Source: an optimization exercise on an open RTL-to-GDS flow (aim: small area and a short achievable clock period). Production flows keep margins and buffers that such runs may drop. At most, simulation tests tie the RTL to the original design; equivalence was not proved.

run 5:
## wk512_munit
module wk512_munit (
    input  wire        clk,
    input  wire        rst,         
    input  wire        in_valid,
    input  wire        in_short,
    input  wire [6:0]  in_opc,
    input  wire [4:0]  in_dst,
    input  wire [4:0]  in_src,
    input  wire [31:0] in_a,
    input  wire [31:0] in_b,
    input  wire        in_chain,
    output reg         g3_wen,
    output reg  [4:0]  g3_dst,
    output reg  [31:0] g3_data,
    output reg         g1_wen,
    output reg  [4:0]  g1_dst,
    output reg  [31:0] g1_data,
    output reg  [63:0] ac0,
    output reg  [63:0] ac1
);
Settings: LEC_CHECK=0, CAP_MARGIN=20, CORE_MARGIN=2, CORE_UTILIZATION=30, PLACE_DENSITY=0.45, SLEW_MARGIN=20; clock period 11.5 ns.
standard.sh (not shown) runs the stock make flow with config.mk's settings and CLKGATE_MAP_FILE= SYNTH_SCRIPT=/design/flow/synth_recipe.tcl, a recipe that flattens the netlist after the stock synthesis.
==> flow/flow/run.sh <==
#!/bin/bash
set -euo pipefail
export SETUP_SLACK_MARGIN=6
bash standard.sh > standard_flow.log 2>&1
Setup changes, run 5 to run 2
--- a/flow/design.v
+++ b/flow/design.v
@@ -93,15 +93,15 @@
             2'd0:    rd_w = v[31:0];
             2'd1:    rd_w = v[63:32];
             default: rd_w = w;
         endcase
     end
     reg [31:0] r1_w;
     reg        r1_inc, r1_big, r1_neg;
-    wire [63:0] wr_val = d_wrsx ? {{32{in_a[31]}}, in_a} : {in_a, in_b};
+    wire [63:0] wr_val = in_opc[4] ? {{32{in_a[31]}}, in_a} : {in_a, in_b};
     wire [31:0] e_a = d_sqr ? in_b : in_a;
     wire [32:0] e_xl = d_m16 ? {e_a[15], e_a[15:0], 16'b0} : {d_sgn & e_a[31], e_a};
     wire [32:0] e_xh = d_m16 ? {{17{e_a[31]}}, e_a[31:16]} : {d_sgn & e_a[31], e_a};
     wire [15:0] e_bo, e_bt, e_bn;
     wire        e_bu = in_b[31] & ~d_sgn & ~d_m16;
     assign e_bo[0] = in_b[0] ^ 1'b0;
     assign e_bt[0] = (in_b[1] & ~in_b[0] & ~1'b0) | (~in_b[1] & in_b[0] & 1'b0);
@@ -152,16 +152,18 @@
     assign e_bt[15] = (in_b[31] & ~in_b[30] & ~in_b[29]) | (~in_b[31] & in_b[30] & in_b[29]);
     assign e_bn[15] = in_b[31] ^ d_neg;
     reg        s1_v, s1_m16, s1_acw, s1_idx, s1_chain, s1_sat, s1_hi;
     reg [4:0]  s1_dst;
     reg [32:0] s1_xl, s1_xh;
     reg [15:0] s1_bo, s1_bt, s1_bn;
     reg        s1_bu;
+    reg        s1_accum;
     reg [63:0] s1_acc;
-    wire [63:0] acc_now = d_acc_idx ? ac1 : ac0;
+    wire        e_idx   = in_short ? !in_opc[0] : in_dst[0];
+    wire [63:0] acc_now = e_idx ? ac1 : ac0;
     always @(posedge clk) begin
         if (rst) begin
             s1_v <= 1'b0;
         end else begin
             s1_v <= in_valid && d_mul;
         end
         s1_m16   <= d_m16;
@@ -173,15 +175,16 @@
         s1_dst   <= in_dst;
         s1_xl    <= e_xl;
         s1_xh    <= e_xh;
         s1_bo    <= e_bo;
         s1_bt    <= e_bt;
         s1_bn    <= e_bn;
         s1_bu    <= e_bu;
-        s1_acc   <= d_accum ? acc_now : 64'd0;
+        s1_acc   <= acc_now;
+        s1_accum <= d_accum;
     end
     wire pp0_0 = (s1_bo[0] & s1_xl[0]) ^ s1_bn[0];
     wire pp0_1 = ((s1_bo[0] & s1_xl[1]) | (s1_bt[0] & s1_xl[0])) ^ s1_bn[0];
     wire pp0_2 = ((s1_bo[0] & s1_xl[2]) | (s1_bt[0] & s1_xl[1])) ^ s1_bn[0];
     wire pp0_3 = ((s1_bo[0] & s1_xl[3]) | (s1_bt[0] & s1_xl[2])) ^ s1_bn[0];
     wire pp0_4 = ((s1_bo[0] & s1_xl[4]) | (s1_bt[0] & s1_xl[3])) ^ s1_bn[0];
     wire pp0_5 = ((s1_bo[0] & s1_xl[5]) | (s1_bt[0] & s1_xl[4])) ^ s1_bn[0];
@@ -1841,15 +1844,15 @@
     wire [64:0] csa_c = (op_b & s2_ps) | (op_b & s2_pc) | (s2_ps & s2_pc);
     wire [64:0] sum   = csa_s + {csa_c[63:0], s2_cin};
     wire        ovf   = sum[64] ^ sum[63];
     wire [63:0] acc_res = (s2_sat && ovf) ? {sum[64], {63{!sum[64]}}} : sum[63:0];
     wire acc3_we = s2_v && s2_acw;
     wire acc1_we = in_valid && d_wr;
     always @(posedge clk) begin
-        s2_acc <= s1_chain ? acc_res : s1_acc;
+        s2_acc <= s1_chain ? acc_res : (s1_accum ? s1_acc : 64'd0);
         if (rst) begin
             ac0     <= 64'd0;
             ac1     <= 64'd0;
             g3_wen  <= 1'b0;
             g1_wen  <= 1'b0;
         end else begin
             if (acc1_we && !d_acc_idx)
@@ -1867,10 +1870,17 @@
         g3_data <= s2_hi ? sum[63:32] : sum[31:0];
         g1_dst  <= in_dst;
         r1_w    <= rd_w;
         r1_inc  <= inc;
         r1_big  <= d_rdk[1] && big;
         r1_neg  <= v[63];
     end
-    wire        r1_inc_eff = r1_inc && (r1_w != 32'h7FFF_FFFF);
-    always @(*) g1_data = r1_big ? {r1_neg, {31{!r1_neg}}} : (r1_w + {31'd0, r1_inc_eff});
+    wire [31:0] q0 = {r1_w[30:0], 1'b1};           
+    wire [31:0] q1 = q0 & {q0[30:0], 1'b1};
+    wire [31:0] q2 = q1 & {q1[29:0], 2'b11};
+    wire [31:0] q3 = q2 & {q2[27:0], 4'hF};
+    wire [31:0] q4 = q3 & {q3[23:0], 8'hFF};
+    wire [31:0] q5 = q4 & {q4[15:0], 16'hFFFF};    
+    wire        r1_inc_eff = r1_inc && (r1_neg || !q5[31]);
+    wire [31:0] r1_sum = r1_w ^ (q5 & {32{r1_inc_eff}});
+    always @(*) g1_data = r1_big ? {r1_neg, {31{!r1_neg}}} : r1_sum;
 endmodule
--- outcome ---
The final layout from run 2, which completed every stage, passed the timing, DRC and antenna checks at the end of the flow.
In the final design statistics, run 2 uses fewer standard cells in total than run 5.
Delta (run 2 minus run 5): routed wire length -1.6%, met2 layer usage reported by global route +0.19 points, synthesis-to-layout area growth +0.26 points.
Taking run 5 as the reference, in run 2 setup slack saw an increase.
Delta (run 2 minus run 5): cell area after layout went down; proportion of synthesized area in mux cells now sits higher; detailed-routed wire length on met2 now sits higher.
For run 5, only the layout was checked, not whether the RTL still works.

==> what the ideal ports hide <==
The results above use ideal ports. As a check the final layouts listed here were re-extracted and re-timed, cells and wires unchanged.
Step 1, drivers: a clkbuf_16 drives clk and a buf_2 each remaining input, both assumed.
Step 2 times the ports against the registers' clock, not the clock port: input delays grow and output delays shrink by t, the midpoint of the rising clock arrivals with the driver on.
Slacks: no drivers / after step 1 / after step 2; pairs: no drivers / after step 1.
run	t (ns)	setup slack, ns	hold slack, ns	worst setup path at the end	worst slew at a driven data input, ns
run 5	0.750	5.627 / 5.540 / 5.367	0.326 / 0.326 / 0.326	input to register	0.19
run 2	0.768	6.047 / 5.983 / 5.354	0.304 / 0.304 / 0.304	input to register	0.22
After both steps setup and hold are still met in every run listed. For run 2, which loses most, drivers alone change the setup slack by -0.064 ns; drivers and shift together by -0.693 ns.
